What follows belongs to an exercise in optimizing a design on an open flow for small area, a short achievable clock period and few clock cycles per item; a production flow would make more cautious choices. The RTL was checked by simulation tests, not by an equivalence proof against the original design.

--- design.v ---
module aes_sbox_p1 (input wire [7:0] a, output wire [3:0] m);
    wire U0 = a[7];
    wire U1 = a[6];
    wire U2 = a[5];
    wire U3 = a[4];
    wire U4 = a[3];
    wire U5 = a[2];
    wire U6 = a[1];
    wire U7 = a[0];
    wire T1; g_xor u0 (.a(U0), .b(U3), .y(T1));
    wire T2; g_xor u1 (.a(U0), .b(U5), .y(T2));
    wire T3; g_xor u2 (.a(U0), .b(U6), .y(T3));
    wire T4; g_xor u3 (.a(U3), .b(U5), .y(T4));
    wire T5; g_xor u4 (.a(U4), .b(U6), .y(T5));
    wire T6; g_xor u5 (.a(T1), .b(T5), .y(T6));
    wire T7; g_xor u6 (.a(U1), .b(U2), .y(T7));
    wire T8; g_xor u7 (.a(U7), .b(T6), .y(T8));
    wire T9; g_xor u8 (.a(U7), .b(T7), .y(T9));
    wire T10; g_xor u9 (.a(T6), .b(T7), .y(T10));
    wire T11; g_xor u10 (.a(U1), .b(U5), .y(T11));
    wire T12; g_xor u11 (.a(U2), .b(U5), .y(T12));
    wire T13; g_xor u12 (.a(T3), .b(T4), .y(T13));
    wire T14; g_xor u13 (.a(T6), .b(T11), .y(T14));
    wire T15; g_xor u14 (.a(T5), .b(T11), .y(T15));
    wire T16; g_xor u15 (.a(T5), .b(T12), .y(T16));
    wire T17; g_xor u16 (.a(T9), .b(T16), .y(T17));
    wire T18; g_xor u17 (.a(U3), .b(U7), .y(T18));
    wire T19; g_xor u18 (.a(T7), .b(T18), .y(T19));
    wire T20; g_xor u19 (.a(T1), .b(T19), .y(T20));
    wire T21; g_xor u20 (.a(U6), .b(U7), .y(T21));
    wire T22; g_xor u21 (.a(T7), .b(T21), .y(T22));
    wire T23; g_xor u22 (.a(T2), .b(T22), .y(T23));
    wire T24; g_xor u23 (.a(T2), .b(T10), .y(T24));
    wire T25; g_xor u24 (.a(T20), .b(T17), .y(T25));
    wire T26; g_xor u25 (.a(T3), .b(T16), .y(T26));
    wire T27; g_xor u26 (.a(T1), .b(T12), .y(T27));
    wire M1; g_nand u27 (.a(T13), .b(T6), .y(M1));
    wire M2; g_nand u28 (.a(T23), .b(T8), .y(M2));
    wire M3; g_xnor u29 (.a(T14), .b(M1), .y(M3));
    wire M4; g_nand u30 (.a(T19), .b(U7), .y(M4));
    wire M5; g_xor u31 (.a(M4), .b(M1), .y(M5));
    wire M6; g_nand u32 (.a(T3), .b(T16), .y(M6));
    wire M7; g_nand u33 (.a(T22), .b(T9), .y(M7));
    wire M8; g_xnor u34 (.a(T26), .b(M6), .y(M8));
    wire M9; g_nand u35 (.a(T20), .b(T17), .y(M9));
    wire M10; g_xor u36 (.a(M9), .b(M6), .y(M10));
    wire M11; g_nand u37 (.a(T1), .b(T15), .y(M11));
    wire M12; g_nand u38 (.a(T4), .b(T27), .y(M12));
    wire M13; g_xor u39 (.a(M12), .b(M11), .y(M13));
    wire M14; g_nand u40 (.a(T2), .b(T10), .y(M14));
    wire M15; g_xor u41 (.a(M14), .b(M11), .y(M15));
    wire M16; g_xnor u42 (.a(M3), .b(M2), .y(M16));
    wire M17; g_xor u43 (.a(M5), .b(T24), .y(M17));
    wire M18; g_xnor u44 (.a(M8), .b(M7), .y(M18));
    wire M19; g_xor u45 (.a(M10), .b(M15), .y(M19));
    wire M20; g_xor u46 (.a(M16), .b(M13), .y(M20));
    wire M21; g_xor u47 (.a(M17), .b(M15), .y(M21));
    wire M22; g_xor u48 (.a(M18), .b(M13), .y(M22));
    wire M23; g_xor u49 (.a(M19), .b(T25), .y(M23));
    wire M24; g_xor u50 (.a(M22), .b(M23), .y(M24));
    wire M25; g_nand u51 (.a(M22), .b(M20), .y(M25));
    wire M26; g_xnor u52 (.a(M21), .b(M25), .y(M26));
    wire M27; g_xor u53 (.a(M20), .b(M21), .y(M27));
    wire M28; g_xnor u54 (.a(M23), .b(M25), .y(M28));
    wire M29; g_nand u55 (.a(M28), .b(M27), .y(M29));
    wire M30; g_nand u56 (.a(M26), .b(M24), .y(M30));
    wire M31; g_nand u57 (.a(M20), .b(M23), .y(M31));
    wire M32; g_nandb u58 (.a(M31), .b(M27), .y(M32));
    wire M33; g_xnor u59 (.a(M27), .b(M25), .y(M33));
    wire M34; g_nand u60 (.a(M21), .b(M22), .y(M34));
    wire M35; g_nandb u61 (.a(M34), .b(M24), .y(M35));
    wire M36; g_xnor u62 (.a(M24), .b(M25), .y(M36));
    wire M37; g_xnor u63 (.a(M21), .b(M29), .y(M37));
    wire M38; g_xnor u64 (.a(M32), .b(M33), .y(M38));
    wire M39; g_xnor u65 (.a(M23), .b(M30), .y(M39));
    wire M40; g_xnor u66 (.a(M35), .b(M36), .y(M40));
    assign m = {M37, M38, M39, M40};
endmodule
module aes_sbox_p2 (input wire [7:0] a, input wire [3:0] m, output wire [7:0] y);
    wire U0 = a[7];
    wire U1 = a[6];
    wire U2 = a[5];
    wire U3 = a[4];
    wire U4 = a[3];
    wire U5 = a[2];
    wire U6 = a[1];
    wire U7 = a[0];
    wire M37 = m[3];
    wire M38 = m[2];
    wire M39 = m[1];
    wire M40 = m[0];
    wire T1; g_xor u0 (.a(U0), .b(U3), .y(T1));
    wire T2; g_xor u1 (.a(U0), .b(U5), .y(T2));
    wire T3; g_xor u2 (.a(U0), .b(U6), .y(T3));
    wire T4; g_xor u3 (.a(U3), .b(U5), .y(T4));
    wire T5; g_xor u4 (.a(U4), .b(U6), .y(T5));
    wire T6; g_xor u5 (.a(T1), .b(T5), .y(T6));
    wire T7; g_xor u6 (.a(U1), .b(U2), .y(T7));
    wire T8; g_xor u7 (.a(U7), .b(T6), .y(T8));
    wire T9; g_xor u8 (.a(U7), .b(T7), .y(T9));
    wire T10; g_xor u9 (.a(T6), .b(T7), .y(T10));
    wire T11; g_xor u10 (.a(U1), .b(U5), .y(T11));
    wire T12; g_xor u11 (.a(U2), .b(U5), .y(T12));
    wire T13; g_xor u12 (.a(T3), .b(T4), .y(T13));
    wire T15; g_xor u13 (.a(T5), .b(T11), .y(T15));
    wire T16; g_xor u14 (.a(T5), .b(T12), .y(T16));
    wire T17; g_xor u15 (.a(T9), .b(T16), .y(T17));
    wire T18; g_xor u16 (.a(U3), .b(U7), .y(T18));
    wire T19; g_xor u17 (.a(T7), .b(T18), .y(T19));
    wire T20; g_xor u18 (.a(T1), .b(T19), .y(T20));
    wire T21; g_xor u19 (.a(U6), .b(U7), .y(T21));
    wire T22; g_xor u20 (.a(T7), .b(T21), .y(T22));
    wire T23; g_xor u21 (.a(T2), .b(T22), .y(T23));
    wire T27; g_xor u22 (.a(T1), .b(T12), .y(T27));
    wire M41; g_xor u23 (.a(M38), .b(M40), .y(M41));
    wire M42; g_xor u24 (.a(M37), .b(M39), .y(M42));
    wire M43; g_xor u25 (.a(M37), .b(M38), .y(M43));
    wire M44; g_xor u26 (.a(M39), .b(M40), .y(M44));
    wire M45; g_xor u27 (.a(M42), .b(M41), .y(M45));
    wire M46; g_nand u28 (.a(M44), .b(T6), .y(M46));
    wire M47; g_nand u29 (.a(M40), .b(T8), .y(M47));
    wire M48; g_nand u30 (.a(M39), .b(U7), .y(M48));
    wire M49; g_nand u31 (.a(M43), .b(T16), .y(M49));
    wire M50; g_nand u32 (.a(M38), .b(T9), .y(M50));
    wire M51; g_nand u33 (.a(M37), .b(T17), .y(M51));
    wire M52; g_nand u34 (.a(M42), .b(T15), .y(M52));
    wire M53; g_nand u35 (.a(M45), .b(T27), .y(M53));
    wire M54; g_nand u36 (.a(M41), .b(T10), .y(M54));
    wire M55; g_nand u37 (.a(M44), .b(T13), .y(M55));
    wire M56; g_nand u38 (.a(M40), .b(T23), .y(M56));
    wire M57; g_nand u39 (.a(M39), .b(T19), .y(M57));
    wire M58; g_nand u40 (.a(M43), .b(T3), .y(M58));
    wire M59; g_nand u41 (.a(M38), .b(T22), .y(M59));
    wire M60; g_nand u42 (.a(M37), .b(T20), .y(M60));
    wire M61; g_nand u43 (.a(M42), .b(T1), .y(M61));
    wire M62; g_nand u44 (.a(M45), .b(T4), .y(M62));
    wire M63; g_nand u45 (.a(M41), .b(T2), .y(M63));
    wire L0; g_xor u46 (.a(M61), .b(M62), .y(L0));
    wire L1; g_xor u47 (.a(M50), .b(M56), .y(L1));
    wire L2; g_xor u48 (.a(M46), .b(M48), .y(L2));
    wire L3; g_xor u49 (.a(M47), .b(M55), .y(L3));
    wire L4; g_xor u50 (.a(M54), .b(M58), .y(L4));
    wire L5; g_xor u51 (.a(M49), .b(M61), .y(L5));
    wire L6; g_xnor u52 (.a(M62), .b(L5), .y(L6));
    wire L7; g_xnor u53 (.a(M46), .b(L3), .y(L7));
    wire L8; g_xor u54 (.a(M51), .b(M59), .y(L8));
    wire L9; g_xor u55 (.a(M52), .b(M53), .y(L9));
    wire L10; g_xnor u56 (.a(M53), .b(L4), .y(L10));
    wire L11; g_xnor u57 (.a(M60), .b(L2), .y(L11));
    wire L12; g_xor u58 (.a(M48), .b(M51), .y(L12));
    wire L13; g_xnor u59 (.a(M50), .b(L0), .y(L13));
    wire L14; g_xor u60 (.a(M52), .b(M61), .y(L14));
    wire L15; g_xnor u61 (.a(M55), .b(L1), .y(L15));
    wire L16; g_xnor u62 (.a(M56), .b(L0), .y(L16));
    wire L17; g_xnor u63 (.a(M57), .b(L1), .y(L17));
    wire L18; g_xnor u64 (.a(M58), .b(L8), .y(L18));
    wire L19; g_xnor u65 (.a(M63), .b(L4), .y(L19));
    wire L20; g_xor u66 (.a(L0), .b(L1), .y(L20));
    wire L21; g_xor u67 (.a(L1), .b(L7), .y(L21));
    wire L22; g_xor u68 (.a(L3), .b(L12), .y(L22));
    wire L23; g_xor u69 (.a(L18), .b(L2), .y(L23));
    wire L24; g_xor u70 (.a(L15), .b(L9), .y(L24));
    wire L25; g_xor u71 (.a(L6), .b(L10), .y(L25));
    wire L26; g_xor u72 (.a(L7), .b(L9), .y(L26));
    wire L27; g_xor u73 (.a(L8), .b(L10), .y(L27));
    wire L28; g_xor u74 (.a(L11), .b(L14), .y(L28));
    wire L29; g_xor u75 (.a(L11), .b(L17), .y(L29));
    wire S0; g_xor u76 (.a(L6), .b(L24), .y(S0));
    wire S1; g_xnor u77 (.a(L16), .b(L26), .y(S1));
    wire S2; g_xnor u78 (.a(L19), .b(L28), .y(S2));
    wire S3; g_xor u79 (.a(L6), .b(L21), .y(S3));
    wire S4; g_xor u80 (.a(L20), .b(L22), .y(S4));
    wire S5; g_xor u81 (.a(L25), .b(L29), .y(S5));
    wire S6; g_xnor u82 (.a(L13), .b(L27), .y(S6));
    wire S7; g_xnor u83 (.a(L6), .b(L23), .y(S7));
    assign y = {S0, S1, S2, S3, S4, S5, S6, S7};
endmodule
module g_xor (input wire a, input wire b, output wire y); assign y = a ^ b; endmodule
module g_xnor (input wire a, input wire b, output wire y); assign y = ~(a ^ b); endmodule
module g_nand (input wire a, input wire b, output wire y); assign y = ~(a & b); endmodule
module g_nor (input wire a, input wire b, output wire y); assign y = ~(a | b); endmodule
module g_nandb (input wire a, input wire b, output wire y); assign y = ~(~a & b); endmodule
module aes_core (
    input  wire         clk,
    input  wire         rst,         
    input  wire         in_valid,
    output wire         in_ready,
    input  wire         in_aes256,   
    input  wire [255:0] in_key,
    input  wire [127:0] in_block,
    output wire         out_valid,
    input  wire         out_ready,
    output wire [127:0] out_block
);
    reg          rdy;            
    reg          ov;             
    reg  [127:0] ob;
    reg  [127:0] X;              
    reg  [255:0] KX;             
    reg          xv;             
    reg          x256;
    reg  [3:0]   xr;             
    reg          xh;             
    reg          xw;             
    reg  [127:0] PU;             
    reg  [63:0]  PM;             
    reg  [255:0] KP;
    reg  [15:0]  KPM;
    reg          pv;
    reg          p256;
    reg  [3:0]   pr;
    reg          ph;
    reg          pw;
    assign in_ready  = rdy;
    assign out_valid = ov;
    assign out_block = ob;
    genvar i, c;
    wire [63:0] pm_d;
    generate
        for (i = 0; i < 16; i = i + 1) begin : g_s1
            aes_sbox_p1 u_sb1 (.a(X[127 - 8*i -: 8]), .m(pm_d[63 - 4*i -: 4]));
        end
    endgenerate
    wire [31:0] ksub_x = x256 ? KX[31:0] : KX[159:128];
    wire [15:0] kpm_d;
    generate
        for (i = 0; i < 4; i = i + 1) begin : g_k1
            aes_sbox_p1 u_kb1 (.a(ksub_x[31 - 8*i -: 8]), .m(kpm_d[15 - 4*i -: 4]));
        end
    endgenerate
    wire [7:0] sb [0:15];    
    wire [7:0] sr [0:15];    
    wire [7:0] mc [0:15];    
    generate
        for (i = 0; i < 16; i = i + 1) begin : g_s2
            aes_sbox_p2 u_sb2 (.a(PU[127 - 8*i -: 8]), .m(PM[63 - 4*i -: 4]), .y(sb[i]));
        end
        for (c = 0; c < 4; c = c + 1) begin : g_col
            assign sr[4*c + 0] = sb[((c + 0) % 4) * 4 + 0];
            assign sr[4*c + 1] = sb[((c + 1) % 4) * 4 + 1];
            assign sr[4*c + 2] = sb[((c + 2) % 4) * 4 + 2];
            assign sr[4*c + 3] = sb[((c + 3) % 4) * 4 + 3];
            wire [7:0] a0 = sr[4*c + 0];
            wire [7:0] a1 = sr[4*c + 1];
            wire [7:0] a2 = sr[4*c + 2];
            wire [7:0] a3 = sr[4*c + 3];
            wire [7:0] x0 = {a0[6:0], 1'b0} ^ (a0[7] ? 8'h1b : 8'h00);
            wire [7:0] x1 = {a1[6:0], 1'b0} ^ (a1[7] ? 8'h1b : 8'h00);
            wire [7:0] x2 = {a2[6:0], 1'b0} ^ (a2[7] ? 8'h1b : 8'h00);
            wire [7:0] x3 = {a3[6:0], 1'b0} ^ (a3[7] ? 8'h1b : 8'h00);
            assign mc[4*c + 0] = x0 ^ (x1 ^ a1) ^ a2 ^ a3;
            assign mc[4*c + 1] = a0 ^ x1 ^ (x2 ^ a2) ^ a3;
            assign mc[4*c + 2] = a0 ^ a1 ^ x2 ^ (x3 ^ a3);
            assign mc[4*c + 3] = (x0 ^ a0) ^ a1 ^ a2 ^ x3;
        end
    endgenerate
    wire [127:0] sr_flat;
    wire [127:0] mc_flat;
    generate
        for (i = 0; i < 16; i = i + 1) begin : g_flat
            assign sr_flat[127 - 8*i -: 8] = sr[i];
            assign mc_flat[127 - 8*i -: 8] = mc[i];
        end
    endgenerate
    wire [31:0] ksub_p = p256 ? KP[31:0] : KP[159:128];
    wire [31:0] sub_out;
    generate
        for (i = 0; i < 4; i = i + 1) begin : g_k2
            aes_sbox_p2 u_kb2 (.a(ksub_p[31 - 8*i -: 8]), .m(KPM[15 - 4*i -: 4]),
                               .y(sub_out[31 - 8*i -: 8]));
        end
    endgenerate
    wire       use_rot = !p256 || pr[0];
    wire [3:0] rc_idx  = p256 ? ((pr + 4'd1) >> 1) : pr;
    reg  [7:0] rcon;
    always @* begin
        case (rc_idx)
            4'd1:    rcon = 8'h01;
            4'd2:    rcon = 8'h02;
            4'd3:    rcon = 8'h04;
            4'd4:    rcon = 8'h08;
            4'd5:    rcon = 8'h10;
            4'd6:    rcon = 8'h20;
            4'd7:    rcon = 8'h40;
            4'd8:    rcon = 8'h80;
            4'd9:    rcon = 8'h1b;
            4'd10:   rcon = 8'h36;
            default: rcon = 8'h00;
        endcase
    end
    wire [31:0] temp = use_rot ? ({sub_out[23:0], sub_out[31:24]} ^ {rcon, 24'h000000})
                               : sub_out;
    wire [31:0] pf0 = KP[255:224];
    wire [31:0] pf1 = KP[255:224] ^ KP[223:192];
    wire [31:0] pf2 = pf1 ^ KP[191:160];
    wire [31:0] pf3 = pf1 ^ (KP[191:160] ^ KP[159:128]);
    wire [127:0] new_key = {pf0 ^ temp, pf1 ^ temp, pf2 ^ temp, pf3 ^ temp};
    wire [127:0] round_key = p256 ? KP[127:0] : new_key;
    wire [127:0] fin_d = sr_flat ^ round_key;    
    wire [127:0] nxt_d = mc_flat ^ round_key;    
    wire plast  = (pr == (p256 ? 4'd14 : 4'd10));    
    wire go_out = pv && plast && !ov && !pw;        
    reg       xv_n, x256_n, xh_n, xw_n;
    reg [3:0] xr_n;
    always @* begin
        if (rdy) begin
            xv_n   = in_valid;
            x256_n = in_aes256;
            xr_n   = 4'd1;
            xh_n   = 1'b0;
            xw_n   = xv;             
        end else if (pv && plast) begin
            xv_n   = !go_out;
            x256_n = p256;
            xr_n   = pr;
            xh_n   = 1'b1;
            xw_n   = pw;
        end else begin
            xv_n   = pv;
            x256_n = p256;
            xr_n   = pr + 4'd1;
            xh_n   = 1'b0;
            xw_n   = pw;
        end
        if (rst) xv_n = 1'b0;
    end
    wire pv_n   = xv && !rst;
    wire pw_n   = xw && !go_out;
    wire ov_n   = !rst && (go_out || (ov && !out_ready));
    wire plast_n = (xr == (x256 ? 4'd14 : 4'd10));
    wire rdy_n  = !pv_n || (plast_n && !ov_n && !pw_n);
    always @(posedge clk) begin
        rdy  <= rdy_n;
        ov   <= ov_n;
        xv   <= xv_n;
        x256 <= x256_n;
        xr   <= xr_n;
        xh   <= xh_n;
        xw   <= xw_n;
        pv   <= pv_n;
        p256 <= x256;
        pr   <= xr;
        ph   <= xh;
        pw   <= pw_n;
    end
    always @(posedge clk) begin
        if (go_out)
            ob <= ph ? PU : fin_d;
        if (rdy) begin
            X  <= in_block ^ in_key[255:128];
            KX <= in_key;
        end else begin
            X  <= ph ? PU : (plast ? fin_d : nxt_d);
            KX <= {round_key, new_key};
        end
        PU  <= X;
        PM  <= pm_d;
        KP  <= KX;
        KPM <= kpm_d;
    end
endmodule
--- run.sh ---
#!/bin/bash
# synth_recipe.tcl (not shown) runs the flow's synth.tcl, then flattens the netlist and writes it again
# the make line also repeats each setting of config.mk as NAME=value (left out here)
make -C /OpenROAD-flow-scripts/flow DESIGN_CONFIG=/design/flow/config.mk WORK_HOME=/design/flow/orfs CLKGATE_MAP_FILE= SYNTH_SCRIPT=/design/flow/synth_recipe.tcl finish
--- config.mk ---
export PLATFORM = sky130hd
export DESIGN_NAME = aes_core
export DESIGN_NICKNAME = aes_core
export VERILOG_FILES = /design/flow/design.v
export SDC_FILE = /design/flow/constraint.sdc
export NUM_CORES = 4
export LEC_CHECK = 0
export CAP_MARGIN = 20
export CORE_MARGIN = 2
export CORE_UTILIZATION = 20
export PLACE_DENSITY = 0.3
export SETUP_SLACK_MARGIN = 0.2
export SLEW_MARGIN = 20
export SYNTH_HIERARCHICAL = 1
export SYNTH_MINIMUM_KEEP_SIZE = 0
--- constraint.sdc ---
create_clock -name core_clock -period 8.5 [get_ports {clk}]
set_input_delay 1.7000 -clock core_clock [delete_from_list [all_inputs] [get_ports {clk}]]
set_output_delay 1.7000 -clock core_clock [all_outputs]
set_load 0.01 [all_outputs]
==> impl_metrics.yaml, run 1 <==
yosys:
  synth_area_um2: 66000
  synthDistinctLibCells: 66
  syn_nets: 7658
  synth_area_leader_cell: "xor2_1"
  dominantRegCellSynth: "dfxtp_1"
  ys_ff_latch: 994
  synth_edf_count: 128
  syn_area_per_cell_um2: 9.08
  synth_cells: 7267
  yosysWarnings: 7
  synth_top_area_share_pct: 28.8
  synthArstFlopShare_pct: 0
  ys_seq_area_share_pct: 32.1
  yosys-top-cells-area: "xor2_1 29%, dfxtp_1 26%, xnor2_1 15%"
job:
  maxCapViolCount: 0
timing:
  rsz0062_at_grt: "false"
  period_minus_slack_ns: 6.74
  fin_skew_ns: 0.0656
  setup-violations-final: 0
  hold_viol: 0
  drv_slew: 0
  max_freq_ghz: 0.148
  fin_tns_setup_ns: 0
  finalCritPeriodShare_pct: 79.3
  relSlewSlack_pct: 16.8
  worstMarginPinSlew_ns: 1.25
  timing.hold.ws_ns: 0.295
clock_tree:
  cts_root_buf: "clkbuf_16"
  post_cts_buffers: 0
  clockBufferDepth: 4
  cts_made_buffers: 140
  clk_pin_slew_worst_paths_ns: 0.06
  clock_sinks: 994
  htree_num_levels: 4
  ctsHoldBuffers: 0
  clk_latency_ns: 0.83
  tritoncts: "done"
  cts_resized: 0
cells_and_area:
  drive_above_1_share_pct: 8.06
  syn2layout_area_growth_pct: 21.3
  fin_nets: 7918
  fill_cells: 35600
place:
  place_congestion: 0.828
  port_buffers: 518
  dp_hpwl_um: 243000
hold_path:
  hold_class: "flop to flop"
  min_from: "KX[187]$_DFF_P_"
die:
  initial_utilization_pct: 20.1
  die-area_um2: 335000
  pin_count: 519
  die_h_um: 578
  die_w_um: 578
  core_um2: 328000
  rows: 210
routing:
  ant_nets: 0
  highest_layer: "met4"
  routed_wirelength_um: 292000
  via_per_inst: 3.92
  met1Wirelength_um: 141000
  vias: 47100
  drt_first_pass_iters: 5
  wl_met3_um: 8510
  drt_iter0_drc: 2393
  drc: 0
  avgRoutedWirePerCell_um: 24.3
  route.met2.wl_um: 134000
setup_path:
  crit_start: "p256$_DFF_P_"
  path_cells: "mux2_2 -> xor2_1 -> xor2_1 -> xor2_1 -> nand2_1 -> xor2_1 -> xnor2_1 -> xor2_1 -> xnor2_1 -> mux2i_1 -> xor2_1 -> xnor2_1 -> xnor2_1 -> xnor2_1 -> mux2i_1 -> xnor2_1 -> o21ai_1 -> mux2_2"
  crit_arrival_ns: 7.39
  critPathSlowestCell: "dfxtp_4"
  crit_path_max_incr_delay_ns: 0.84
  critPathCaptureType: "flop"
  reg2reg_from: "p256$_DFF_P_"
  worst_ep_required_time_ns: 9.15
  cp-start-kind: "flop"
  worstSetupPathType: "flop to flop"
  cp_max_fo: 47
global_routing:
  antenna_found_initial: 38
  grt-ovfl-total: 0
  grt_use_total_pct: 17.0
  grt_pass1_wl_um: 399000
  grt_max_degree: 150
  grt_pass1_vias: 49500
run_status:
  status: "complete, no violations"
==> sequential cells by signal, summed over array words and instances (netlist names) <==
signal / cells
PM: 64
p256: 1
x256: 1
xv: 1
pv: 1
pr: 4
ob: 128
X: 128
xr: 4
KX: 256
pw: 1
KPM: 16
PU: 128
rdy: 1
KP: 256
xw: 1
xh: 1
ph: 1
ov: 1
==> Yosys stat by module, one instance, submodules excluded <==
module       flops+latches  cells inside  times used  area, um^2
aes_core               994          4007           1       41100
aes_sbox_p2              0             8          20        60.1
aes_sbox_p1              0             4          20        30.0
g_xnor                   0             1         520        8.76
g_xor                    0             1        1820        8.76
g_nandb                  0             1          40        6.26
g_nand                   0             1         640        3.75
==> layout make-up <==
| type | count | area [um^2] | share of cell area, % |
|---|---|---|---|
| multi-input combinational | 5686 | 42000 | 52.4 |
| sequential | 994 | 21200 | 26.5 |
| timing repair buffer | 664 | 6350 | 7.93 |
| tap | 4346 | 5440 | 6.79 |
| clock buffer | 187 | 4090 | 5.11 |
| clock inverter | 67 | 801 | 1.00 |
| inverter | 41 | 159 | 0.198 |
| antenna | 21 | 52.6 | 0.0656 |
==> final timing paths <==
kind / end / slack [ns] / cells past startpoint
worst max-delay path: X[16]$_DFF_P_ / 1.76 / 18
worst min-delay path: KP[187]$_DFF_P_ / 0.29 / 0
worst max register to register: X[16]$_DFF_P_ / 1.76 / 18
worst min register to register: KP[187]$_DFF_P_ / 0.29 / 0
==> synthesized netlist by cell type (10+ instances only) <==
cell,instances
o21ai_1,44
dfxtp_1,866
buf_1,30
a21oi_1,173
xor2_1,2173
buf_2,14
edfxtp_1,128
buf_4,243
inv_1,41
nand2b_1,50
nor2_1,190
nand2_1,1042
and3_1,10
mux2_2,168
o21ai_0,431
mux2i_1,151
xnor2_1,1137
clkbuf_1,259
==> cell families (layout without fill, tap and decap cells) <==
kind of cell | count (synthesis) | in the layout | share of synthesized area (%)
fa+ha+maj | 2 | 2 | 0.0379
mux | 321 | 321 | 5.21
buf+inv | 587 | 959 | 4.75
simple gates | 1345 | 1345 | 8.12
compound gates | 698 | 698 | 5.57
xor+xnor | 3320 | 3320 | 44.2
other cells | 0 | 21 | 0
flops | 994 | 994 | 32.1
==> stage by stage <==
stage / cell area [um^2] / utilization (%) / std cells / setup WS [ns]
6_report: 80100 / 24.4 / 12000 / 1.76
5_1_grt: 80000 / 24.4 / 12000 / 1.29
4_1_cts: 80000 / 24.4 / 12000 / 1.63
3_5_place_dp: 75100 / 22.9 / 11700 / 1.67
3_3_place_gp: 75100 / 22.9 / 11700 / 1.77
2_1_floorplan: 66000 / - / 7267 / 2.18
==> worst max-delay path: cells and delay by family (launching register included) <==
kind / cells / cell delay [ns]
AO/OA/AOI/OAI: 1 / 0.14
XOR/XNOR: 12 / 3.98
flip-flops: 1 / 0.84
multiplexers: 4 / 1.48
AND/OR/NAND/NOR: 1 / 0.12
==> metal layers <==
layer	vias up	global-route usage, %
met5	-	0
met2	809	28.0
met4	0	4.56
met1	22700	23.5
li1	23300	-
met3	226	1.65
==> cell usage in the layout, fill, tap and decap left out, types with 4 or more instances in the layout <==
cell,count
xor2_2,19
xnor2_2,22
clkbuf_16,149
dfxtp_1,862
nor2b_1,5
bufinv_16,13
clkbuf_1,16
buf_12,5
nand2b_1,49
inv_1,40
clkbuf_8,22
inv_6,14
xnor3_1,5
diode_2,21
nor3_1,9
clkinvlp_4,4
nand3b_1,5
mux2i_1,151
buf_4,140
xor2_1,2154
mux2_2,168
o31ai_1,4
o21ai_1,44
and2_1,4
a22oi_1,9
a21oi_1,173
nand3_1,8
and3_1,9
clkinv_4,5
edfxtp_1,128
xnor2_1,1118
nand2_1,1042
o21ai_0,431
clkinv_2,24
clkdlybuf4s50_1,518
or3_1,4
nor2_1,190
Testbench counts, summed over its fixed seeds: cycles 23,660, blocks 1,920.
==> inputs of run 2 (changes only) <==
--- a/design.v
+++ b/design.v
@@ -72,7 +72,6 @@
     wire M36; g_xnor u62 (.a(M24), .b(M25), .y(M36));
-    wire M37; g_xnor u63 (.a(M21), .b(M29), .y(M37));
-    wire M38; g_xnor u64 (.a(M32), .b(M33), .y(M38));
-    wire M39; g_xnor u65 (.a(M23), .b(M30), .y(M39));
-    wire M40; g_xnor u66 (.a(M35), .b(M36), .y(M40));
-    assign m = {M37, M38, M39, M40};
+    g_xnor u63 (.a(M21), .b(M29), .y(m[3]));
+    g_xnor u64 (.a(M32), .b(M33), .y(m[2]));
+    g_xnor u65 (.a(M23), .b(M30), .y(m[1]));
+    g_xnor u66 (.a(M35), .b(M36), .y(m[0]));
 endmodule
@@ -167,11 +166,10 @@
     wire L29; g_xor u75 (.a(L11), .b(L17), .y(L29));
-    wire S0; g_xor u76 (.a(L6), .b(L24), .y(S0));
-    wire S1; g_xnor u77 (.a(L16), .b(L26), .y(S1));
-    wire S2; g_xnor u78 (.a(L19), .b(L28), .y(S2));
-    wire S3; g_xor u79 (.a(L6), .b(L21), .y(S3));
-    wire S4; g_xor u80 (.a(L20), .b(L22), .y(S4));
-    wire S5; g_xor u81 (.a(L25), .b(L29), .y(S5));
-    wire S6; g_xnor u82 (.a(L13), .b(L27), .y(S6));
-    wire S7; g_xnor u83 (.a(L6), .b(L23), .y(S7));
-    assign y = {S0, S1, S2, S3, S4, S5, S6, S7};
+    g_xor u76 (.a(L6), .b(L24), .y(y[7]));
+    g_xnor u77 (.a(L16), .b(L26), .y(y[6]));
+    g_xnor u78 (.a(L19), .b(L28), .y(y[5]));
+    g_xor u79 (.a(L6), .b(L21), .y(y[4]));
+    g_xor u80 (.a(L20), .b(L22), .y(y[3]));
+    g_xor u81 (.a(L25), .b(L29), .y(y[2]));
+    g_xnor u82 (.a(L13), .b(L27), .y(y[1]));
+    g_xnor u83 (.a(L6), .b(L23), .y(y[0]));
 endmodule
@@ -207,2 +205,3 @@
     reg  [255:0] KP;
+    reg  [31:0]  KPU;            
     reg  [15:0]  KPM;
@@ -246,10 +245,11 @@
             wire [7:0] a3 = sr[4*c + 3];
-            wire [7:0] x0 = {a0[6:0], 1'b0} ^ (a0[7] ? 8'h1b : 8'h00);
-            wire [7:0] x1 = {a1[6:0], 1'b0} ^ (a1[7] ? 8'h1b : 8'h00);
-            wire [7:0] x2 = {a2[6:0], 1'b0} ^ (a2[7] ? 8'h1b : 8'h00);
-            wire [7:0] x3 = {a3[6:0], 1'b0} ^ (a3[7] ? 8'h1b : 8'h00);
-            assign mc[4*c + 0] = x0 ^ (x1 ^ a1) ^ a2 ^ a3;
-            assign mc[4*c + 1] = a0 ^ x1 ^ (x2 ^ a2) ^ a3;
-            assign mc[4*c + 2] = a0 ^ a1 ^ x2 ^ (x3 ^ a3);
-            assign mc[4*c + 3] = (x0 ^ a0) ^ a1 ^ a2 ^ x3;
+            wire [7:0] s01 = a0 ^ a1;
+            wire [7:0] s12 = a1 ^ a2;
+            wire [7:0] s23 = a2 ^ a3;
+            wire [7:0] s30 = a3 ^ a0;
+            wire [7:0] t   = s01 ^ s23;
+            assign mc[4*c + 0] = t ^ {s01[6:0], 1'b0} ^ (s01[7] ? 8'h1b : 8'h00);
+            assign mc[4*c + 1] = t ^ {s12[6:0], 1'b0} ^ (s12[7] ? 8'h1b : 8'h00);
+            assign mc[4*c + 2] = t ^ {s23[6:0], 1'b0} ^ (s23[7] ? 8'h1b : 8'h00);
+            assign mc[4*c + 3] = t ^ {s30[6:0], 1'b0} ^ (s30[7] ? 8'h1b : 8'h00);
         end
@@ -264,3 +264,2 @@
     endgenerate
-    wire [31:0] ksub_p = p256 ? KP[31:0] : KP[159:128];
     wire [31:0] sub_out;
@@ -268,3 +267,3 @@
         for (i = 0; i < 4; i = i + 1) begin : g_k2
-            aes_sbox_p2 u_kb2 (.a(ksub_p[31 - 8*i -: 8]), .m(KPM[15 - 4*i -: 4]),
+            aes_sbox_p2 u_kb2 (.a(KPU[31 - 8*i -: 8]), .m(KPM[15 - 4*i -: 4]),
                                .y(sub_out[31 - 8*i -: 8]));
@@ -272,2 +271,3 @@
     endgenerate
+    wire       plast   = (pr == (p256 ? 4'd14 : 4'd10));    
     wire       use_rot = !p256 || pr[0];
@@ -290,4 +290,4 @@
     end
-    wire [31:0] temp = use_rot ? ({sub_out[23:0], sub_out[31:24]} ^ {rcon, 24'h000000})
-                               : sub_out;
+    wire [31:0] rot_out = {sub_out[23:0], sub_out[31:24]};
+    wire [31:0] temp = use_rot ? (rot_out ^ {rcon, 24'h000000}) : sub_out;
     wire [31:0] pf0 = KP[255:224];
@@ -297,6 +297,8 @@
     wire [127:0] new_key = {pf0 ^ temp, pf1 ^ temp, pf2 ^ temp, pf3 ^ temp};
-    wire [127:0] round_key = p256 ? KP[127:0] : new_key;
-    wire [127:0] fin_d = sr_flat ^ round_key;    
-    wire [127:0] nxt_d = mc_flat ^ round_key;    
-    wire plast  = (pr == (p256 ? 4'd14 : 4'd10));    
+    wire [31:0]  rcw = {rcon, 24'h000000};
+    wire [127:0] rk_a = p256 ? KP[127:0] : {pf0 ^ rcw, pf1 ^ rcw, pf2 ^ rcw, pf3 ^ rcw};
+    wire [31:0]  rk_s = p256 ? 32'h0 : rot_out;
+    wire [127:0] round_key = rk_a ^ {rk_s, rk_s, rk_s, rk_s};
+    wire [127:0] fin_d = sr_flat ^ round_key;                  
+    wire [127:0] nxt_d = fin_d ^ (plast ? 128'h0 : mc_flat);   
     wire go_out = pv && plast && !ov && !pw;        
@@ -352,3 +354,3 @@
         end else begin
-            X  <= ph ? PU : (plast ? fin_d : nxt_d);
+            X  <= ph ? PU : nxt_d;
             KX <= {round_key, new_key};
@@ -358,2 +360,3 @@
         KP  <= KX;
+        KPU <= ksub_x;
         KPM <= kpm_d;
--- a/config.mk
+++ b/config.mk
@@ -11,3 +11,3 @@
 export PLACE_DENSITY = 0.3
-export SETUP_SLACK_MARGIN = 0.2
+export SETUP_SLACK_MARGIN = 5.0
 export SLEW_MARGIN = 20
==> impl_metrics.yaml, run 2 <==
die:
  pin_count: 519
  initial_utilization_pct: 20.1
  die_h_um: 571
  rows: 208
  die-area_um2: 326000
  die_w_um: 571
  core_um2: 321000
yosys:
  synthTopCellsByCount: "2,091 x xor2_1, 1,217 x xnor2_1, 1,040 x nand2_1"
  ys_ff_latch: 1026
  synth_top_area_share_pct: 28.5
  syn_area_per_cell_um2: 9.44
  syn_nets: 7203
  dominantRegCellSynth: "dfxtp_1"
  synth_edf_count: 128
  synthArstFlopShare_pct: 0
  synth_area_um2: 64300
  synth_cells: 6812
  yosys-top-cells-area: "xor2_1 28%, dfxtp_1 28%, xnor2_1 17%"
  synthDistinctLibCells: 77
  yosysMostFrequentCell: "xor2_1"
  synth_area_leader_cell: "xor2_1"
  ys_seq_area_share_pct: 33.9
  yosysWarnings: 7
routing:
  drt_iter0_drc: 3116
  ant_nets: 0
  drc: 0
  via_per_inst: 4.04
  vias: 52500
  avgRoutedWirePerCell_um: 26.4
  routed_wirelength_um: 343000
  drt_first_pass_iters: 5
clock_tree:
  tritoncts: "done"
  clockBufferDepth: 4
  clock_sinks: 1026
  clk_pin_slew_worst_paths_ns: 0.06
  cts_root_buf: "clkbuf_16"
  ctsHoldBuffers: 0
  clk_latency_ns: 0.85
  htree_num_levels: 4
  cts_made_buffers: 142
global_routing:
  grt_pass1_vias: 53800
  grt_use_total_pct: 20.3
  grt_pass1_wl_um: 455000
  grt_max_degree: 134
  grt-ovfl-total: 0
  antenna_found_initial: 52
timing:
  max_freq_ghz: 0.253
  hold_viol: 0
  worstMarginPinSlew_ns: 1.18
  relSlewSlack_pct: 21.0
  finalCritPeriodShare_pct: 46.5
  drv_slew: 0
  fin_skew_ns: 0.0573
  fin_tns_setup_ns: 0
  rsz0062_at_grt: "true"
  period_minus_slack_ns: 3.95
  timing.hold.ws_ns: 0.311
  setup-violations-final: 0
hold_path:
  hold_class: "flop to flop"
cells_and_area:
  syn2layout_area_growth_pct: 68.5
  drive_above_1_share_pct: 39.8
  fin_nets: 8955
  multi_input_area_um2: 58400
  final_common_cell: "xor2_1"
  reg_top3: "KP (256), KX (256)"
  register_area_um2: 22300
  layout_common_cells: "1,409 x xor2_1, 958 x nand2_1, 862 x buf_4, 734 x dfxtp_1, 687 x xnor2_1"
  final_util_pct: 33.8
  fill_cells: 32300
setup_path:
  critPathCaptureType: "flop"
  cp-start-kind: "flop"
  worst_ep_required_time_ns: 9.07
  crit_arrival_ns: 4.52
  cp_max_fo: 3
  worstSetupPathType: "flop to flop"
run_status:
  status: "complete, no violations"
job:
  maxCapViolCount: 0
place:
  place_congestion: 0.858
  dp_hpwl_um: 267000
  port_buffers: 518
[run 2: changes by cell type after synthesis, sizes merged, moves of 34 or more]
cell,change
a21oi,-66
nor2,-68
clkbuf,-117
xor2,-80
o21ai,-126
a211oi,+34
buf,-244
xnor2,+78
[run 2: logic make-up after synthesis]
group                    synth area share (%)
AO/OA/AOI/OAI                            5.33
AND/OR/NAND/NOR                          8.25
multiplexers                             5.24
flip-flops                               33.9
buffers and inverters                    1.42
adder cells (fa/ha/maj)                0.0389
XOR/XNOR                                 45.8
[run 2: path summary, 6_finish.rpt]
kind,slack [ns],cells after the start,endpoint,from
worst max-delay path,4.55,18,ob[12]$_DFFE_PP_,KPU[1]$_DFF_P_
worst min-delay path,0.31,0,KP[238]$_DFF_P_,KX[238]$_DFF_P_
worst max register to register,4.55,18,ob[12]$_DFFE_PP_,KPU[1]$_DFF_P_
worst min register to register,0.31,0,KP[238]$_DFF_P_,KX[238]$_DFF_P_
[run 2: through the flow]
stage | cells | area [um^2] | worst slack [ns]
3_5_place_dp | 11600 | 76000 | 3.08
2_1_floorplan | 6812 | 64900 | 5.00
3_3_place_gp | 11600 | 75900 | 2.85
5_1_grt | 13000 | 108000 | 4.38
4_1_cts | 12600 | 99900 | 4.55
6_report | 13000 | 108000 | 4.55
[run 2: layer usage]
metal / global-route usage (%) / part of all wire, % / wire length [um] / up-vias
li1: - / - / - / 24800
met1: 28.0 / 46 / 159000 / 26300
met2: 33.6 / 46 / 159000 / 1069
met3: 2.02 / 3.4 / 11800 / 322
met4: 5.65 / 3.8 / 13000 / 2
met5: 0 / 0.0055 / 19 / -
[run 2: critical path, cell delays in order, from the launching register on]
cell and delay, ns:
dfxtp_4 0.41, xor2_4 0.19, xor2_2 0.21, xor2_1 0.18
nand2_1 0.11, xor2_2 0.17, xnor2_2 0.23, xor2_1 0.20
xor2_1 0.16, buf_4 0.19, xor2_4 0.25, xnor2_2 0.17
xnor2_1 0.14, nor2_1 0.07, a21oi_2 0.21, buf_6 0.21
xnor2_4 0.11, mux2_4 0.32, buf_12 0.14
[run 2: timing repair]
action / CTS / global route
setup buffers: 743 / 394
setup endpoints to repair: 656 / 389
gates resized for setup: 2122 / 844
pin swaps: 656 / 560
gates cloned: 3 / 0
[run 2: modules after synthesis, one instance, submodules excluded, excerpt]
| module | area (um^2) | times used | flip-flops and latches | cells |
|---|---|---|---|---|
| aes_core | 41200 | 1 | 1026 | 3792 |
| g_xnor | 8.76 | 520 | 0 | 1 |
| g_xor | 8.76 | 1820 | 0 | 1 |
| g_nandb | 6.26 | 40 | 0 | 1 |
| g_nand | 3.75 | 640 | 0 | 1 |
[run 2: final cells by class]
cell class | instances | area share (%)
Multi-Input combinational cell | 5556 | 53.9
Sequential cell | 1026 | 20.6
Timing Repair Buffer | 1792 | 16.0
Tap cell | 4305 | 4.97
Clock buffer | 199 | 3.75
Clock inverter | 49 | 0.561
Inverter | 46 | 0.170
Antenna cell | 19 | 0.0439
Testbench counts of run 2, summed over its fixed seeds: cycles 23,660, blocks 1,920.
==> inputs of run 3 (changes only) <==
--- a/config.mk
+++ b/config.mk
@@ -9,4 +9,4 @@
 export CORE_MARGIN = 2
-export CORE_UTILIZATION = 20
-export PLACE_DENSITY = 0.3
+export CORE_UTILIZATION = 50
+export PLACE_DENSITY = 0.6
 export SETUP_SLACK_MARGIN = 5.0
==> impl_metrics.yaml, run 3 <==
global_routing:
  grt_max_degree: 174
  grt_use_total_pct: 39.1
  antenna_found_initial: 26
  grt_pass1_wl_um: 371000
  grt-ovfl-total: 0
  grt_pass1_vias: 53300
yosys:
  yosys-top-cells-area: "xor2_1 28%, dfxtp_1 28%, xnor2_1 17%"
  dominantRegCellSynth: "dfxtp_1"
  synthArstFlopShare_pct: 0
  syn_nets: 7203
  synthDistinctLibCells: 77
  synth_top_area_share_pct: 28.5
  synth_edf_count: 128
  yosysMostFrequentCell: "xor2_1"
  yosysWarnings: 7
  ys_seq_area_share_pct: 33.9
  synth_area_um2: 64300
  synth_cells: 6812
  ys_ff_latch: 1026
  synth_area_leader_cell: "xor2_1"
  synthTopCellsByCount: "2,091 x xor2_1, 1,217 x xnor2_1, 1,040 x nand2_1"
  syn_area_per_cell_um2: 9.44
timing:
  max_freq_ghz: 0.235
  drv_slew: 0
  relSlewSlack_pct: 17.7
  finalCritPeriodShare_pct: 50.0
  period_minus_slack_ns: 4.25
  setup-violations-final: 0
  worstMarginPinSlew_ns: 1.23
  hold_viol: 0
  fin_skew_ns: 0.0370
  fin_tns_setup_ns: 0
  rsz0062_at_grt: "true"
place:
  port_buffers: 518
  place_congestion: 0.979
  dp_hpwl_um: 194000
  dpl_cell_area_um2: 72300
hold_path:
  hold_class: "flop to flop"
cells_and_area:
  layout_common_cells: "1,448 x xor2_1, 962 x nand2_1, 820 x buf_4, 729 x dfxtp_1, 725 x xnor2_1"
  fill_cells: 7804
  syn2layout_area_growth_pct: 56.2
  reg_top3: "KP (256), KX (256)"
  drive_above_1_share_pct: 37.1
  fin_area_um2: 100000
  final_util_pct: 78.7
  fin_nets: 8770
  final_common_cell: "xor2_1"
  multi_input_area_um2: 56500
  register_area_um2: 22300
routing:
  drt_iter0_drc: 5689
  routed_wirelength_um: 283000
  drc: 0
  drt_first_pass_iters: 5
  vias: 55800
  via_per_inst: 5.50
  avgRoutedWirePerCell_um: 27.9
  ant_nets: 0
clock_tree:
  ctsHoldBuffers: 0
  clockBufferDepth: 3
  cts_root_buf: "clkbuf_16"
  cts_made_buffers: 112
  clk_latency_ns: 0.79
  tritoncts: "done"
  htree_num_levels: 3
  clk_pin_slew_worst_paths_ns: 0.08
  clock_sinks: 1026
setup_path:
  crit_arrival_ns: 4.87
  cp_max_fo: 4
  critPathCaptureType: "flop"
  cp-start-kind: "flop"
  worstSetupPathType: "flop to flop"
  worst_ep_required_time_ns: 9.13
die:
  core_um2: 128000
  die_w_um: 363
  die_h_um: 363
  die-area_um2: 132000
  pin_count: 519
  initial_utilization_pct: 50.4
  rows: 131
job:
  maxCapViolCount: 0
run_status:
  status: "complete, no violations"
==> run 3: worst paths after layout <==
path                                      start         endpoint  slack, ns  cells past startpoint
worst max register to register  PU[116]$_DFF_P_    X[10]$_DFF_P_       4.25                     16
worst min register to register  KX[163]$_DFF_P_  KP[163]$_DFF_P_       0.31                      0
worst min-delay path            KX[163]$_DFF_P_  KP[163]$_DFF_P_       0.31                      0
worst max-delay path            PU[116]$_DFF_P_    X[10]$_DFF_P_       4.25                     16
==> run 3: modules after synthesis, one instance, submodules excluded, excerpt <==
module | flops+latches | cells | times used | area (um^2)
aes_core | 1026 | 3792 | 1 | 41200
g_nandb | 0 | 1 | 40 | 6.26
g_xnor | 0 | 1 | 520 | 8.76
g_nand | 0 | 1 | 640 | 3.75
g_xor | 0 | 1 | 1820 | 8.76
==> run 3: metal layers <==
| metal | vias up | part of all wire [%] | global-route usage, % |
|---|---|---|---|
| li1 | 24500 | - | - |
| met3 | 857 | 8.9 | 6.21 |
| met5 | - | 0.030 | 0 |
| met4 | 12 | 8.4 | 21.8 |
| met1 | 27600 | 39 | 53.0 |
| met2 | 2917 | 44 | 59.8 |
==> run 3: cells by family (layout without fill, tap and decap cells) <==
logic type | after synthesis | after routing | share of synthesized area [%]
multiplexers | 315 | 315 | 5.24
AO/OA/AOI/OAI | 591 | 591 | 5.33
flip-flops | 1026 | 1026 | 33.9
AND/OR/NAND/NOR | 1317 | 1317 | 8.25
other | 0 | 9 | 0
XOR/XNOR | 3330 | 3330 | 45.8
buffers and inverters | 231 | 1897 | 1.42
adder cells (fa/ha/maj) | 2 | 2 | 0.0389
==> run 3: what timing repair did <==
action	CTS	global route
pin swaps	598	553
cloned	1	1
setup endpoints to repair	470	449
buffers inserted	650	364
hold endpoints to repair	0	0
gates resized for setup	1692	894
==> run 3: layout make-up <==
class	instances	share of cell area (%)
flip-flops and latches	1026	22.2
clock inverters	49	0.550
repair buffers	1638	15.3
diodes	9	0.0224
multi-input cells	5555	56.2
well taps	1662	2.07
clock buffers	164	3.38
inverters	46	0.188
==> run 3: worst max-delay path, stage by stage (launching register included) <==
cell     delay, ns
dfxtp_2       0.45
xor2_4        0.23
xor2_2        0.25
xor2_1        0.23
nand2_1       0.14
xor2_2        0.20
xnor2_2       0.27
xor2_1        0.31
xor2_1        0.34
buf_6         0.24
xnor2_4       0.11
xnor2_2       0.21
buf_4         0.20
xor2_2        0.28
nand2_1       0.15
xnor2_1       0.31
a21oi_1       0.14
==> run 3: through the flow <==
| step | std cells | hold slack, ns | setup WS [ns] |
|---|---|---|---|
| after floorplan | 6812 | 0.310 | 5.00 |
| after global placement | 8910 | 0.309 | 2.93 |
| after global routing | 10100 | 0.329 | 4.31 |
| after detailed placement | 8911 | 0.312 | 2.99 |
| final | 10100 | 0.313 | 4.25 |
| after CTS | 9775 | 0.319 | 4.69 |
==> inputs of run 4 (changes only) <==
--- a/config.mk
+++ b/config.mk
@@ -15 +15,2 @@
 export SYNTH_MINIMUM_KEEP_SIZE = 0
+export TNS_END_PERCENT = 5
==> impl_metrics.yaml, run 4 <==
cells_and_area:
  final_util_pct: 70.3
  layout_common_cells: "1,631 x xor2_1, 1,016 x nand2_1, 901 x xnor2_1, 736 x dfxtp_1, 582 x buf_4"
  multi_input_area_um2: 50400
  register_area_um2: 22300
  fin_nets: 8314
  fill_cells: 9535
  layoutNonFillerInstCount: 9690
  final_common_cell: "xor2_1"
  fin_area_um2: 89700
  syn2layout_area_growth_pct: 39.5
  reg_top3: "KP (256), KX (256)"
  drive_above_1_share_pct: 26.6
clock_tree:
  clock_sinks: 1026
  clk_latency_ns: 0.77
  cts_root_buf: "clkbuf_16"
  clockBufferDepth: 3
  clk_pin_slew_worst_paths_ns: 0.07
  tritoncts: "done"
  ctsHoldBuffers: 0
  cts_made_buffers: 117
  htree_num_levels: 3
timing:
  worstMarginPinSlew_ns: 1.02
  relSlewSlack_pct: 31.9
  fin_tns_setup_ns: 0
  max_freq_ghz: 0.250
  period_minus_slack_ns: 4.00
  fin_skew_ns: 0.0379
  finalCritPeriodShare_pct: 47.0
  drv_slew: 0
  hold_viol: 0
  setup-violations-final: 0
  worst_slack_ns: 4.50
  timing.hold.ws_ns: 0.316
  rsz0062_at_grt: "true"
die:
  core_um2: 128000
  pin_count: 519
  initial_utilization_pct: 50.4
  die_h_um: 363
  die_w_um: 363
  die-area_um2: 132000
  rows: 131
place:
  dpl_cell_area_um2: 71900
  port_buffers: 518
  place_ws_ns: 3.32
  dp_hpwl_um: 195000
  place_congestion: 1.04
  dpl.cell_count: 8904
yosys:
  yosysMostFrequentCell: "xor2_1"
  ys_seq_area_share_pct: 33.9
  synthTopCellsByCount: "2,091 x xor2_1, 1,217 x xnor2_1, 1,040 x nand2_1"
  synth_edf_count: 128
  synth_top_area_share_pct: 28.5
  synth_area_leader_cell: "xor2_1"
  dominantRegCellSynth: "dfxtp_1"
  yosys-top-cells-area: "xor2_1 28%, dfxtp_1 28%, xnor2_1 17%"
  synth_area_um2: 64300
  yosysWarnings: 7
  synthArstFlopShare_pct: 0
  syn_area_per_cell_um2: 9.44
  ys_ff_latch: 1026
  syn_nets: 7203
  synth_cells: 6812
  synthDistinctLibCells: 77
setup_path:
  crit_top_cell: "xor2_2"
  crit_buf_inv: 2
  critPathCaptureType: "flop"
  crit_path_max_incr_delay_ns: 0.42
  reg2reg_from: "PU[57]$_DFF_P_"
  cp_top_family: "XOR/XNOR gates"
  worstRegToRegCells: 17
  critPathSlowestCell: "a311oi_4"
  r2r_slack_ns: 4.50
  crit_arrival_ns: 4.59
  worstSetupPathType: "flop to flop"
  cp_max_fo: 4
  path_cells: "xor2_2 -> buf_4 -> xor2_4 -> xor2_1 -> nand2_1 -> xor2_2 -> xnor2_2 -> xor2_2 -> xnor2_4 -> buf_12 -> xnor2_4 -> xor2_2 -> xnor2_2 -> xnor2_2 -> a21boi_2 -> a311oi_4 -> a21oi_1"
  worst_ep_required_time_ns: 9.09
  rr_endpoint: "X[41]$_DFF_P_"
  cp-start-kind: "flop"
routing:
  via_per_inst: 5.37
  drt_iter0_drc: 5308
  drt_first_pass_iters: 6
  ant_nets: 0
  vias: 52100
  drc: 0
  routed_wirelength_um: 258000
  avgRoutedWirePerCell_um: 26.6
global_routing:
  grt-ovfl-total: 0
  antenna_found_initial: 21
  met1_usage_pct: 51.6
  grt_pass1_wl_um: 356000
  top_usage_layer: "met2"
  grt_use_total_pct: 37.6
  grtUsageMet2_pct: 56.9
  met3_usage_pct: 6.75
  grt_max_degree: 175
  grt_pass1_vias: 51300
hold_path:
  hold_depth: 0
  hold_class: "flop to flop"
  holdPathEnd: "KP[212]$_DFF_P_"
  min_from: "KX[212]$_DFF_P_"
run_status:
  status: "complete, no violations"
job:
  maxCapViolCount: 0
run 4: cell counts after synthesis:
Identical to the previous run, type by type.
run 4: logic make-up after synthesis:
family	after synthesis	share of synthesized area, %
flip-flops	1026	33.9
multiplexers	315	5.24
AND/OR/NAND/NOR	1317	8.25
AO/OA/AOI/OAI	591	5.33
XOR/XNOR	3330	45.8
adder cells (fa/ha/maj)	2	0.0389
buffers and inverters	231	1.42
run 4: per-module statistics from Yosys, one instance, submodules excluded, a selection:
module,flip-flops and latches,times used
aes_core,1026,1
g_nand,0,640
g_nandb,0,40
g_xnor,0,520
g_xor,0,1820
run 4: what timing repair did:
action                                 in CTS  in global routing
setup endpoints to repair                 609                488
gates cloned                                1                  1
pin swaps                                 377                200
endpoints found under the hold margin       0                  0
buffers inserted                          409                151
gates resized for setup                  1122                343
run 4: how the worst max path moves through the flow:
stage	startpoint	to	slack, ns	cells after the start
after floorplan	PU[37]$_DFF_P_	X[26]$_DFF_P_	4.92	16
after global placement	PU[71]$_DFF_P_	X[41]$_DFF_P_	2.98	15
after detailed placement	PU[63]$_DFF_P_	X[41]$_DFF_P_	3.32	15
after CTS	PU[86]$_DFF_P_	X[111]$_DFF_P_	4.76	16
after global routing	PU[105]$_DFF_P_	X[41]$_DFF_P_	4.41	17
final	PU[57]$_DFF_P_	X[41]$_DFF_P_	4.50	17
run 4: cell type report:
type / count / area share (%)
timing repair buffer: 1176 / 11.9
multi-input combinational: 5555 / 56.1
sequential: 1026 / 24.8
timing repair inverter: 1 / 0.00837
clock buffer: 169 / 3.90
tap: 1662 / 2.32
antenna: 4 / 0.0112
clock inverter: 51 / 0.696
inverter: 46 / 0.202
run 4: routing by layer:
layer	vias up	share of wire, %
li1	23700	-
met1	25500	42
met2	2327	43
met3	557	8.5
met4	6	6.4
met5	-	0.015

[port drivers added, routing unchanged]
In the flow no input, the clock included, has a driving cell. The finished layouts below were timed again as built, in two steps. Step 1, drivers: a clkbuf_16 drives clk and a buf_2 each remaining input, both assumed. Step 2 times the ports against the registers' clock, not the clock port: input delays grow and output delays shrink by t, the midpoint of the rising clock arrivals with the driver on. a / b / c = ideal / step 1 / step 2; a / b = the first two.
run | t, ns | setup slack, ns | worst hold slack (ns) | pins driven straight from the clock port
run 1 | 0.894 | 1.759 / 1.759 / 1.759 | 0.295 / 0.295 / 0.295 | 1
run 2 | 0.929 | 4.550 / 4.550 / 4.550 | 0.311 / 0.311 / 0.311 | 1
run 3 | 0.852 | 4.252 / 4.252 / 4.252 | 0.313 / 0.313 / 0.313 | 1
run 4 | 0.837 | 4.502 / 4.502 / 4.502 | 0.316 / 0.316 / 0.316 | 1
After both steps every run listed still meets setup and hold.
